What follows belongs to an exercise in optimizing a design on an open flow for small area, a short achievable clock period and few clock cycles per item; a production flow would make more cautious choices.
At most, simulation tests tie the RTL to the original design; equivalence was not proved.
Only the layout flow was run in run 2; the RTL was not checked for function there.

`flow/run.sh`:
```
#!/bin/bash
# synth_recipe.tcl (not shown) runs the flow's synth.tcl, then flattens the netlist and writes it again
# the make line also repeats each setting of config.mk as NAME=value (left out here)
make -C /OpenROAD-flow-scripts/flow DESIGN_CONFIG=/design/flow/config.mk WORK_HOME=/design/flow/orfs CLKGATE_MAP_FILE= SYNTH_SCRIPT=/design/flow/synth_recipe.tcl finish
```
`flow/constraint.sdc`:
```
create_clock -name core_clock -period 11.0 [get_ports {clk}]
set_input_delay 2.2000 -clock core_clock [delete_from_list [all_inputs] [get_ports {clk}]]
set_output_delay 2.2000 -clock core_clock [all_outputs]
set_load 0.01 [all_outputs]
```
`flow/config.mk`:
```
export PLATFORM = sky130hd
export DESIGN_NAME = flow_hash
export DESIGN_NICKNAME = flow_hash
export VERILOG_FILES = /design/flow/design.v
export SDC_FILE = /design/flow/constraint.sdc
export NUM_CORES = 4
export LEC_CHECK = 0
export CAP_MARGIN = 20
export CORE_MARGIN = 2
export CORE_UTILIZATION = 40
export SETUP_SLACK_MARGIN = 5
export SLEW_MARGIN = 20
```
`flow/design.v`:
```
module flow_hash (
    input  wire         clk,
    input  wire         rst,
    input  wire [63:0]  hash_key0,
    input  wire [63:0]  hash_key1,
    input  wire [4:0]   bucket_bits,
    input  wire         in_valid,
    output wire         in_ready,
    input  wire         in_ipv6,
    input  wire         in_sym,
    input  wire [7:0]   in_proto,
    input  wire [15:0]  in_zone,
    input  wire [15:0]  in_sport,
    input  wire [15:0]  in_dport,
    input  wire [127:0] in_saddr,
    input  wire [127:0] in_daddr,
    output wire         out_valid,
    input  wire         out_ready,
    output wire [63:0]  out_hash,
    output wire [3:0]   out_shard,
    output wire [21:0]  out_bucket,
    output wire [15:0]  out_group,
    output wire         out_key_swap
);
    reg          busy;            
    reg  [3:0]   cnt;             
    reg          ipv6;
    reg          key_swap;
    reg          seen;            
    reg          swap_pre;        
    reg  [63:0]  v0, v1, v2, v3;
    reg  [63:0]  s0;              
    reg  [63:0]  s1, s2, s3, s4;  
    reg  [63:0]  mw;              
    reg          res_full;
    reg  [63:0]  res_hash;
    reg          res_swap;
    reg  [4:0]   bb;
    wire [127:0] sa = in_ipv6 ? in_saddr : {96'd0, in_saddr[31:0]};
    wire [127:0] da = in_ipv6 ? in_daddr : {96'd0, in_daddr[31:0]};
    wire src_gt = (sa > da) || ((sa == da) && (in_sport > in_dport));
    wire swap   = swap_pre;
    wire [15:0]  kp_s = swap ? in_dport : in_sport;
    wire [15:0]  kp_d = swap ? in_sport : in_dport;
    wire [63:0] m0_new;
    wire [63:0] sa_hi, sa_lo, da_hi, da_lo;
    byte_rev64 u_m0 (.d({in_ipv6 ? 8'h06 : 8'h04, in_proto, in_zone, kp_s, kp_d}), .q(m0_new));
    byte_rev64 u_s1 (.d(in_saddr[127:64]), .q(sa_hi));
    byte_rev64 u_s2 (.d(in_saddr[63:0]),   .q(sa_lo));
    byte_rev64 u_s3 (.d(in_daddr[127:64]), .q(da_hi));
    byte_rev64 u_s4 (.d(in_daddr[63:0]),   .q(da_lo));
    wire [3:0]  last_cnt = ipv6 ? 4'd15 : 4'd9;
    wire [3:0]  fin_cnt  = ipv6 ? 4'd12 : 4'd6;
    wire        odd_comp = cnt[0] && (cnt < fin_cnt);   
    wire        pre_fin  = cnt == fin_cnt - 4'd1;       
    wire        last     = busy && (cnt == last_cnt);
    wire [2:0]  nw = cnt[3:1] + 3'd1;
    reg  [63:0] m_next;
    always @(*) begin
        m_next = 64'd0;
        if (ipv6) begin
            case (nw)
            3'd1: m_next = key_swap ? s3 : s1;
            3'd2: m_next = key_swap ? s4 : s2;
            3'd3: m_next = key_swap ? s1 : s3;
            3'd4: m_next = key_swap ? s2 : s4;
            3'd5: m_next = {8'd40, 56'd0};
            default: m_next = 64'd0;
            endcase
        end else begin
            case (nw)
            3'd1: m_next = key_swap ? {s2[63:32], s4[63:32]} : {s4[63:32], s2[63:32]};
            3'd2: m_next = {8'd16, 56'd0};
            default: m_next = 64'd0;
            endcase
        end
    end
    wire [63:0] n0, n1, n2, n3, nh;
    sip_round u_round (
        .v0_i(v0), .v1_i(v1), .v2_i(v2), .v3_i(v3),
        .v0_o(n0), .v1_o(n1), .v2_o(n2), .v3_o(n3), .h_o(nh)
    );
    wire   finish  = last && !res_full;
    assign in_ready = seen && (!busy || finish);
    wire   accept  = in_valid && in_ready;
    wire   init    = !busy || last;
    always @(posedge clk) begin
        if (init) begin
            v0 <= hash_key0 ^ 64'h736f6d6570736575;
            v1 <= hash_key1 ^ 64'h646f72616e646f6d;
            v2 <= hash_key0 ^ 64'h6c7967656e657261;
            v3 <= hash_key1 ^ 64'h7465646279746573 ^ (in_ready ? m0_new : s0);
            cnt <= 4'd0;
        end else begin
            v0 <= odd_comp ? n0 ^ mw : n0;
            v1 <= n1;
            v2 <= pre_fin ? n2 ^ 64'hff : n2;
            v3 <= odd_comp ? n3 ^ m_next : n3;
            cnt <= cnt + 4'd1;
        end
        if (in_ready) begin
            s0 <= m0_new;
            s1 <= sa_hi;
            s2 <= sa_lo;
            s3 <= da_hi;
            s4 <= da_lo;
            ipv6 <= in_ipv6;
            key_swap <= swap;
        end
        if (in_ready)
            mw <= m0_new;
        else if (last)
            mw <= s0;
        else if (cnt[0])
            mw <= m_next;
        if (finish) begin
            res_hash <= nh;
            res_swap <= key_swap;
        end
        swap_pre <= in_sym && src_gt;
        bb <= bucket_bits;
        if (rst) begin
            busy <= 1'b0;
            res_full <= 1'b0;
            seen <= 1'b0;
        end else begin
            seen <= in_valid && !accept;
            if (!busy || finish)
                busy <= accept;
            if (finish)
                res_full <= 1'b1;
            else if (out_ready)
                res_full <= 1'b0;
        end
    end
    wire [21:0] bucket_mask = (bb >= 5'd22) ? 22'h3fffff
                                            : ((22'd1 << bb) - 22'd1);
    assign out_valid    = res_full;
    assign out_hash     = res_hash;
    assign out_shard    = res_hash[63:60];
    assign out_bucket   = res_hash[21:0] & bucket_mask;
    assign out_group    = out_bucket[15:0];
    assign out_key_swap = res_swap;
endmodule
module sip_round (
    input  wire [63:0] v0_i,
    input  wire [63:0] v1_i,
    input  wire [63:0] v2_i,
    input  wire [63:0] v3_i,
    output wire [63:0] v0_o,
    output wire [63:0] v1_o,
    output wire [63:0] v2_o,
    output wire [63:0] v3_o,
    output wire [63:0] h_o
);
    wire [63:0] a0 = v0_i + v1_i;
    wire [63:0] a1 = {v1_i[50:0], v1_i[63:51]} ^ a0;       
    wire [63:0] a0r = {a0[31:0], a0[63:32]};                
    wire [63:0] a2 = v2_i + v3_i;
    wire [63:0] a3 = {v3_i[47:0], v3_i[63:48]} ^ a2;        
    wire [63:0] b0 = a0r + a3;
    wire [63:0] b3 = {a3[42:0], a3[63:43]} ^ b0;            
    wire [63:0] b2 = a2 + a1;
    wire [63:0] b1 = {a1[46:0], a1[63:47]} ^ b2;            
    assign v0_o = b0;
    assign v1_o = b1;
    assign v2_o = {b2[31:0], b2[63:32]};                   
    assign v3_o = b3;
    assign h_o  = {a1[46:0], a1[63:47]} ^ {a3[42:0], a3[63:43]} ^ b2 ^ {b2[31:0], b2[63:32]};
endmodule
module byte_rev64 (
    input  wire [63:0] d,
    output wire [63:0] q
);
    assign q = {d[7:0], d[15:8], d[23:16], d[31:24],
                d[39:32], d[47:40], d[55:48], d[63:56]};
endmodule
```
==> out/qor.tcl, run 1 <==
set qor(grt_use_total_pct) 47.5
set qor(worst_hold_path.endpoint) {cnt[0]}
set qor(drt.antenna.violating_nets) 0
set qor(ys_types) 99
set qor(busiest_layer) {met2}
set qor(r2r_setup_slack_ps) 4210
set qor(hold-worst-slack_ps) 483
set qor(yosys-top-cells-area) {edfxtp_1 (23%), dfxtp_1 (13%), ha_1 (9.7%)}
set qor(dpl_cell_area_sq_mm) 0.0594
set qor(die_area_sq_mm) 0.132
set qor(maxCapViolations) 0
set qor(met3_track_utilization_from_global_routing_pct) 15.8
set qor(route.detailed.drc) 0
set qor(postSynth.asyncResetShare_pct) 0
set qor(totalWireLength_mm) 320
set qor(setup_repair_after_global_routing_missed_its_margin) {true}
set qor(synthSimpleGateAreaFrac_pct) 14.0
set qor(numCtsBuffers) 89
set qor(min-delay-start) {cnt[0]}
set qor(synth-adder-area-share_pct) 9.85
set qor(globalplace.congestion) 1.22
set qor(worst_setup_hold_path_clk_slew_ps) 60
set qor(worstSetupPathType) {register to register}
set qor(finalCriticalPeriod_ps) 6790
set qor(grt_pass1_wl_mm) 421
set qor(critPathSlowestCell) {xnor2_1}
set qor(globalRouteOverflowTotal) 0
set qor(io_pins) 560
set qor(clock-root-buffer) {clkbuf_16}
set qor(numPortBuffers) 559
set qor(routed-via-count) 52400
set qor(finalSetupTns_ps) 0
set qor(drive_above_1_share_pct) 22.9
set qor(hold_class) {register to register}
set qor(post-route-period-util_pct) 61.8
set qor(worstPathBufferInverterCount) 4
set qor(syn-instance-count) 5753
set qor(cp-start-kind) {register}
set qor(drtPass1Iterations) 6
set qor(tightest_slew_ps) 1430
set qor(slew_violations) 0
set qor(cts_num_sinks) 720
set qor(required_ps) 11620
set qor(dp.final_hpwl_mm) 264
set qor(clock_latency_ps) 750
set qor(grt_start_max_net_pins) 143
set qor(post_synth_mux_area_share_pct) 2.17
set qor(floorplan.die.width_microns) 363
set qor(timing.rr.end) {v1[61]}
set qor(worst_path_dominant_cell_family) {XOR/XNOR gates}
set qor(syn2layout_area_growth_pct) 41.9
set qor(synthDominantCellAreaShare_pct) 22.6
set qor(via_per_inst) 6.28
set qor(ys_seq_elements) 720
set qor(ff2ff_path_depth) 25
set qor(hold_viol_final) 0
set qor(initialDrtViolationCount) 7067
set qor(post_synth_instance_area_sq_mm) 0.0515
set qor(finish.instance_area_sq_mm) 0.0731
set qor(nFillCells) 11200
set qor(post_synth_xor_area_fraction_pct) 14.7
set qor(crit_path_end_kind) {register}
set qor(finalCoreUtilization_pct) 57.2
set qor(grt_pass1_vias) 48700
set qor(post_synth_most_frequent_cells) {nand2_1 (678), a21oi_1 (598), xnor2_1 (485)}
set qor(synth_compound_area_share_pct) 20.3
set qor(slew_headroom_pct) 4.45
set qor(arrival_time_reported_for_the_critical_path_endpoint_ps) 7410
set qor(reg2reg_from) {v1[21]}
set qor(yosys.cell_count.top_type) {nand2_1}
set qor(synthesis.nets) 6607
set qor(synth.avg_cell_area_sq_um) 8.95
set qor(worst_clock_skew_ps) 45.7
set qor(status) {complete, no violations}
set qor(yosys_most_used_dff) {edfxtp_1}
set qor(main_combinational_cell_family_by_area_after_synthesis) {compound AO/OA/AOI/OAI gates}
set qor(synth-edff-count) 387
set qor(cts_max_level) 3
set qor(timing.critical_path.mode_cell) {nor2_1}
set qor(synth-seq-area-share_pct) 35.5
set qor(achievable-frequency_ghz) 0.147
set qor(postCtsHoldBufs) 0
set qor(use_met2_pct) 67.2
set qor(max_incr_delay_on_cp_ps) 790
set qor(timing.hold.worst_path_depth) 1
set qor(antenna_found_initial) 56
set qor(groute.layer.met1.usage_pct) 58.6
set qor(floorplan.rows) 131
set qor(synthesis.yosys.warnings) 1
set qor(synth.largest_area_cell) {edfxtp_1}
set qor(number_of_failing_setup_endpoints_in_the_final_timing_report) 0
set qor(die_h_microns) 363
set qor(critical_path.max_fanout) 7
set qor(post_drt_wl_per_cell_microns) 38.4
set qor(finalNetCount) 7432
set qor(clock_tree.buffer_depth) 3
set qor(clock_tree_from_tritoncts) {done}
set qor(start_util_pct) 40.3
set qor(core_sq_mm) 0.128
[area by class of cell]
| type | count | area, sq um | area share [%] |
|---|---|---|---|
| clock inverters | 50 | 767 | 1.05 |
| diodes | 35 | 87.6 | 0.120 |
| inverters | 142 | 548 | 0.750 |
| repair buffers | 1027 | 10200 | 13.9 |
| multi-input cells | 4598 | 38600 | 52.9 |
| well taps | 1662 | 2080 | 2.85 |
| flip-flops and latches | 720 | 18300 | 25.1 |
| clock buffers | 117 | 2460 | 3.37 |
[cells by family (layout without fill, tap and decap cells)]
logic type	after synthesis	in the layout
fa+ha+maj	403	403
simple gates	1602	1602
other cells	0	35
buf+inv	435	1336
xor+xnor	846	846
flops	720	720
compound gates	1643	1643
mux	104	104
[worst register-to-register path, cell delays in order (launching register included)]
cell	delay, ps
dfxtp_1	370
ha_2	470
nand2_1	120
nor2_1	230
nand4_1	250
nor3_2	320
a21oi_4	90
buf_12	150
nor2_4	130
a21oi_4	100
xnor2_1	790
xor2_2	640
ha_1	480
inv_1	170
nor2_1	60
nor2_1	170
nand2_1	80
o31a_1	290
buf_6	140
o2111ai_4	260
a21oi_2	100
or2_4	280
a221oi_4	320
buf_4	170
xnor3_2	300
o21a_1	190
[registers in the layout (all words and copies together) (netlist names)]
signal	count
cnt	4
s1	64
res_hash	64
key_swap	1
v0	64
res_full	1
s2	64
res_swap	1
s4	64
s3	64
ipv6	1
s0	64
swap_pre	1
v3	64
mw	64
bb	5
v2	64
busy	1
seen	1
v1	64
[layout by cell type, fill, tap and decap left out, types with 69 or more instances in the layout]
cell type and n:
xnor2_2 128, buf_6 116, nand2_1 646, inv_1 138
a21oi_1 521, nand4_1 73, a21o_1 162, o21a_1 102
clkdlybuf4s50_1 558, a221oi_1 74, xnor2_1 289, ha_1 334
and2_1 120, xor2_1 173, buf_4 301, dfxtp_1 311
nor2_1 372, xor2_2 102, o21ai_0 182, clkbuf_16 90
xnor2_4 69, edfxtp_1 387, xor2_4 75
[metrics by stage]
step                      worst slack [ps]  instances
after floorplan                       4990       5753
after global placement                1740       7798
after detailed placement              2380       7804
after CTS                             4190       8203
after global routing                  4040       8336
final                                 4210       8351
[metal layers]
metal | part of all wire [%] | vias to the layer above
li1 | - | 22100
met1 | 37 | 25700
met2 | 40 | 3535
met3 | 12 | 982
met4 | 10 | 22
met5 | 0.037 | -
[timing repair]
action / 4_1_cts / 5_1_grt
resized for setup: 872 / 370
buffers inserted: 232 / 111
pin swaps: 230 / 195
hold endpoints to repair: 0 / 0
endpoints found under the setup margin: 293 / 259
[how the worst max path moves through the flow]
stage / start / end / depth (start not counted)
after global routing: v1[22] / res_hash[63] / 26
after global placement: v1[0] / res_hash[34] / 24
after CTS: v1[0] / res_hash[63] / 31
after detailed placement: v1[0] / res_hash[49] / 26
after floorplan: v1[0] / res_hash[29] / 28
final: v1[21] / v1[61] / 25
Testbench counts, summed over its fixed seeds: cycles 37,616, items 3,200.
==> run 2, diff against run 1 <==
--- a/flow/design.v
+++ b/flow/design.v
@@ -27,6 +27,4 @@
     reg          ipv6;
     reg          key_swap;
-    reg          seen;            
-    reg          swap_pre;        
     reg  [63:0]  v0, v1, v2, v3;
     reg  [63:0]  s0;              
@@ -40,5 +38,5 @@
     wire [127:0] da = in_ipv6 ? in_daddr : {96'd0, in_daddr[31:0]};
     wire src_gt = (sa > da) || ((sa == da) && (in_sport > in_dport));
-    wire swap   = swap_pre;
+    wire swap   = in_sym && src_gt;
     wire [15:0]  kp_s = swap ? in_dport : in_sport;
     wire [15:0]  kp_d = swap ? in_sport : in_dport;
@@ -52,6 +50,5 @@
     wire [3:0]  last_cnt = ipv6 ? 4'd15 : 4'd9;
     wire [3:0]  fin_cnt  = ipv6 ? 4'd12 : 4'd6;
-    wire        odd_comp = cnt[0] && (cnt < fin_cnt);   
-    wire        pre_fin  = cnt == fin_cnt - 4'd1;       
+    wire        in_comp  = cnt < fin_cnt;
     wire        last     = busy && (cnt == last_cnt);
     wire [2:0]  nw = cnt[3:1] + 3'd1;
@@ -76,13 +73,17 @@
         end
     end
-    wire [63:0] n0, n1, n2, n3, nh;
+    wire        xin  = in_comp && !cnt[0];    
+    wire        xout = in_comp &&  cnt[0];    
+    wire        fin0 = cnt == fin_cnt;        
+    wire [63:0] r_v3 = v3 ^ (mw & {64{xin}});
+    wire [63:0] r_v2 = {v2[63:8], v2[7:0] ^ {8{fin0}}};
+    wire [63:0] n0, n1, n2, n3;
     sip_round u_round (
-        .v0_i(v0), .v1_i(v1), .v2_i(v2), .v3_i(v3),
-        .v0_o(n0), .v1_o(n1), .v2_o(n2), .v3_o(n3), .h_o(nh)
+        .v0_i(v0), .v1_i(v1), .v2_i(r_v2), .v3_i(r_v3),
+        .v0_o(n0), .v1_o(n1), .v2_o(n2), .v3_o(n3)
     );
-    wire   finish  = last && !res_full;
-    assign in_ready = seen && (!busy || finish);
-    wire   accept  = in_valid && in_ready;
-    wire   init    = !busy || last;
+    wire   finish = last && !res_full;
+    assign in_ready = !busy || finish;
+    wire   init   = !busy || last;
     always @(posedge clk) begin
         if (init) begin
@@ -90,11 +91,11 @@
             v1 <= hash_key1 ^ 64'h646f72616e646f6d;
             v2 <= hash_key0 ^ 64'h6c7967656e657261;
-            v3 <= hash_key1 ^ 64'h7465646279746573 ^ (in_ready ? m0_new : s0);
+            v3 <= hash_key1 ^ 64'h7465646279746573;
             cnt <= 4'd0;
         end else begin
-            v0 <= odd_comp ? n0 ^ mw : n0;
+            v0 <= n0 ^ (mw & {64{xout}});
             v1 <= n1;
-            v2 <= pre_fin ? n2 ^ 64'hff : n2;
-            v3 <= odd_comp ? n3 ^ m_next : n3;
+            v2 <= n2;
+            v3 <= n3;
             cnt <= cnt + 4'd1;
         end
@@ -115,17 +116,14 @@
             mw <= m_next;
         if (finish) begin
-            res_hash <= nh;
+            res_hash <= n0 ^ n1 ^ n2 ^ n3;
             res_swap <= key_swap;
         end
-        swap_pre <= in_sym && src_gt;
         bb <= bucket_bits;
         if (rst) begin
             busy <= 1'b0;
             res_full <= 1'b0;
-            seen <= 1'b0;
         end else begin
-            seen <= in_valid && !accept;
-            if (!busy || finish)
-                busy <= accept;
+            if (in_ready)
+                busy <= in_valid;
             if (finish)
                 res_full <= 1'b1;
@@ -151,6 +149,5 @@
     output wire [63:0] v1_o,
     output wire [63:0] v2_o,
-    output wire [63:0] v3_o,
-    output wire [63:0] h_o
+    output wire [63:0] v3_o
 );
     wire [63:0] a0 = v0_i + v1_i;
@@ -167,5 +164,4 @@
     assign v2_o = {b2[31:0], b2[63:32]};                   
     assign v3_o = b3;
-    assign h_o  = {a1[46:0], a1[63:47]} ^ {a3[42:0], a3[63:43]} ^ b2 ^ {b2[31:0], b2[63:32]};
 endmodule
 module byte_rev64 (
--- a/flow/config.mk
+++ b/flow/config.mk
@@ -9,4 +9,3 @@
 export CORE_MARGIN = 2
 export CORE_UTILIZATION = 40
-export SETUP_SLACK_MARGIN = 5
 export SLEW_MARGIN = 20
==> out/qor.tcl, run 2 <==
set qor(status) {complete, no violations}
set qor(mostFrequentLayoutCell) {nand2_1}
set qor(achievable-frequency_ghz) 0.0948 ;# -36%
set qor(routed-via-count) 48800 ;# -7.0%
set qor(grt_pass1_vias) 46000 ;# -5.7%
set qor(clock-root-buffer) {clkbuf_16}
set qor(slew_headroom_pct) 17.0 ;# +13 points
set qor(post_synth_instance_area_sq_mm) 0.0516 ;# +0.17%
set qor(hold_viol_final) 0 ;# unchanged
set qor(syn-instance-count) 5433 ;# -5.6%
set qor(grt_pass1_wl_mm) 398 ;# -5.6%
set qor(finalCoreUtilization_pct) 49.9 ;# -7.3 points
set qor(drt.antenna.violating_nets) 0 ;# unchanged
set qor(post-route-period-util_pct) 95.9 ;# +34 points
set qor(numPortBuffers) 559 ;# unchanged
set qor(ys_seq_elements) 710 ;# -1.4%
set qor(numCtsBuffers) 85 ;# -4.5%
set qor(die_h_microns) 363 ;# about the same
set qor(postSynth.asyncResetShare_pct) 0 ;# unchanged
set qor(antenna_found_initial) 45 ;# -20%
set qor(post-place-cells) 7674 ;# -1.7%
set qor(yosys-top-cells-area) {edfxtp_1 (26%), dfxtp_1 (10%), ha_1 (9.5%)}
set qor(synth.avg_cell_area_sq_um) 9.50 ;# +6.1%
set qor(critPathSlowestCell) {edfxtp_1}
set qor(clock_tree_from_tritoncts) {done}
set qor(yosys_most_used_dff) {edfxtp_1}
set qor(drive_above_1_share_pct) 10.6 ;# -12 points
set qor(yosys.cell_count.top_type) {nand2_1}
set qor(totalWireLength_mm) 304 ;# -5.2%
set qor(globalRouteOverflowTotal) 0 ;# unchanged
set qor(finish.instance_area_sq_mm) 0.0638 ;# -13%
set qor(cp-start-kind) {register}
set qor(worst_clock_skew_ps) 51.3 ;# +5.65 ps
set qor(synth-seq-area-share_pct) 36.1 ;# +0.64 points
set qor(ys_types) 124 ;# +25%
set qor(crit_path_end_kind) {register}
set qor(met3_track_utilization_from_global_routing_pct) 12.0 ;# -3.8 points
set qor(final_cell_mix) {nand2_1 (601), clkdlybuf4s50_1 (558), xnor2_1 (452), edfxtp_1 (443), a21oi_1 (414)}
set qor(cts_num_sinks) 710 ;# -1.4%
set qor(max_incr_delay_on_cp_ps) 620 ;# -170 ps
set qor(worst_setup_hold_path_clk_slew_ps) 70 ;# about the same
set qor(finalNetCount) 6945 ;# -6.6%
set qor(via_per_inst) 6.20 ;# -1.2%
set qor(die_area_sq_mm) 0.132 ;# +0.17%
set qor(dp.final_hpwl_mm) 259 ;# -1.9%
set qor(post_synth_most_frequent_cells) {nand2_1 (602), xnor2_1 (470), edfxtp_1 (443)}
set qor(setup_repair_after_global_routing_missed_its_margin) {false}
set qor(required_ps) 11630 ;# about the same
set qor(grt_use_total_pct) 44.9 ;# -2.6 points
set qor(start_util_pct) 40.4 ;# about the same
set qor(grt_start_max_net_pins) 201 ;# +41%
set qor(route.detailed.drc) 0 ;# unchanged
set qor(finalCriticalPeriod_ps) 10550 ;# +3750 ps
set qor(synth.largest_area_cell) {edfxtp_1}
set qor(critical_path.max_fanout) 17 ;# +10
set qor(worstSetupPathType) {register to register}
set qor(tightest_slew_ps) 1240 ;# -190 ps
set qor(globalplace.congestion) 1.16 ;# -4.9%
set qor(hold_class) {register to register}
set qor(synth-edff-count) 443 ;# +14%
set qor(synthesis.nets) 6279 ;# -5.0%
set qor(final-instance-count-excl-fill) 7857 ;# -5.9%
set qor(number_of_failing_setup_endpoints_in_the_final_timing_report) 0 ;# unchanged
set qor(core_sq_mm) 0.128 ;# +0.13%
set qor(io_pins) 560 ;# unchanged
set qor(finalSetupTns_ps) 0 ;# unchanged
set qor(synthDominantCellAreaShare_pct) 25.8 ;# +3.2 points
set qor(floorplan.die.width_microns) 363 ;# about the same
set qor(use_met2_pct) 66.4 ;# -0.78 points
set qor(slew_violations) 0 ;# unchanged
set qor(synthesis.yosys.warnings) 1 ;# unchanged
set qor(timing.critical_path.mode_cell) {a21o_1}
set qor(drtPass1Iterations) 8 ;# +2
set qor(clock_latency_ps) 750 ;# about the same
set qor(cts_max_level) 3 ;# unchanged
set qor(floorplan.rows) 131 ;# unchanged
set qor(arrival_time_reported_for_the_critical_path_endpoint_ps) 11170 ;# +3760 ps
set qor(initialDrtViolationCount) 7033 ;# -0.48%
set qor(maxCapViolations) 0 ;# unchanged
set qor(busiest_layer) {met2}
set qor(clock_tree.buffer_depth) 3 ;# unchanged
set qor(groute.layer.met1.usage_pct) 54.8 ;# -3.8 points
set qor(syn2layout_area_growth_pct) 23.6
set qor(dpl_cell_area_sq_mm) 0.0606 ;# +2.0%
set qor(post_drt_wl_per_cell_microns) 38.6 ;# +0.74%
-- run 2: changes by cell type after synthesis, sizes merged, moves of 48 or more --
cell / change
o21a: -62
nand2: -76
o21ai: +97
nor2: -182
xor2: -48
inv: +78
dfxtp: -66
edfxtp: +56
a21oi: -182
-- run 2: path summary, 6_finish.rpt --
kind | from | slack (ps) | to | cells past startpoint
setup / recovery | s0[1] | 450 | v0[61] | 37
setup reg to reg | s0[1] | 450 | v0[61] | 37
hold / removal | s0[39] | 630 | mw[39] | 2
hold reg to reg | s0[39] | 630 | mw[39] | 2
-- run 2: kinds of logic (layout without fill, tap and decap cells) --
| group | Yosys count | count (layout) | synth area share, % |
|---|---|---|---|
| and+or+nand+nor | 1404 | 1404 | 13.0 |
| AOI/OAI and AO/OA | 1481 | 1481 | 18.9 |
| muxes | 144 | 144 | 3.58 |
| other | 0 | 23 | 0 |
| xor gates and xnor gates | 814 | 814 | 14.9 |
| DFF | 710 | 710 | 36.1 |
| buffers and inverters | 480 | 1219 | 3.67 |
| adders and majority gates | 400 | 400 | 9.72 |
-- run 2: layer usage --
metal | part of all wire [%] | up-vias | wire length (microns)
met3 | 10 | 843 | 31600
met2 | 42 | 3261 | 126000
met5 | 0.080 | - | 244
met4 | 10 | 36 | 30400
li1 | - | 20900 | -
met1 | 38 | 23700 | 115000
-- run 2: metrics by stage --
step	hold slack [ps]	worst slack [ps]
after floorplan	503	1690
after global placement	605	837
after detailed placement	614	562
after CTS	626	530
after global routing	655	113
final	626	452
-- run 2: area by class of cell --
class                           count  area [sq um]
Inverter                          220           826
Clock buffer                       96          2190
Timing Repair Buffer              839          7730
Antenna cell                       23          57.6
Fill cell                       11800         64100
Multi-Input combinational cell   4243         31400
Sequential cell                   710         18600
Clock inverter                     64           895
Tap cell                         1662          2080
-- run 2: worst max-delay path: cells and delay by family, from the launching register on --
family	cells	cell delay, ps
buf+inv	5	1270
simple gates	8	2090
xor+xnor	4	1330
compound gates	17	3800
flops	1	620
fa+ha+maj	3	1340
-- run 2: what timing repair did --
| item | CTS | global route |
|---|---|---|
| endpoints found under the hold margin | 0 | 0 |
| setup endpoints to repair | 0 | 3 |
| setup buffers | 0 | 0 |
| hold buffers | 0 | 0 |
| resized for setup | 0 | 2 |

[port drivers added, routing unchanged]
Ports are ideal in the flow. The routed layouts listed here were re-timed in OpenROAD. Step 1 assumes that a clkbuf_16 drives the clock port and a buf_2 every other input. Step 2 moves the port delays by t, midway between the first and last clock arrival at a register: inputs arrive t later, outputs are due t later. That takes back most of the time a late clock gives input paths. Three values: no drivers, after step 1, after step 2; two values: the first two.
| run | t, ns | setup slack, ns | worst register clock-pin slew, ns | worst data-port slew with drivers (ns) |
|---|---|---|---|---|
| run 1 | 0.816 | 4.206 / 4.206 / 4.206 | 0.07 / 0.07 | 0.18 |
| run 2 | 0.810 | 0.452 / 0.452 / 0.452 | 0.07 / 0.07 | 0.13 |
After both steps every run listed still meets setup and hold.
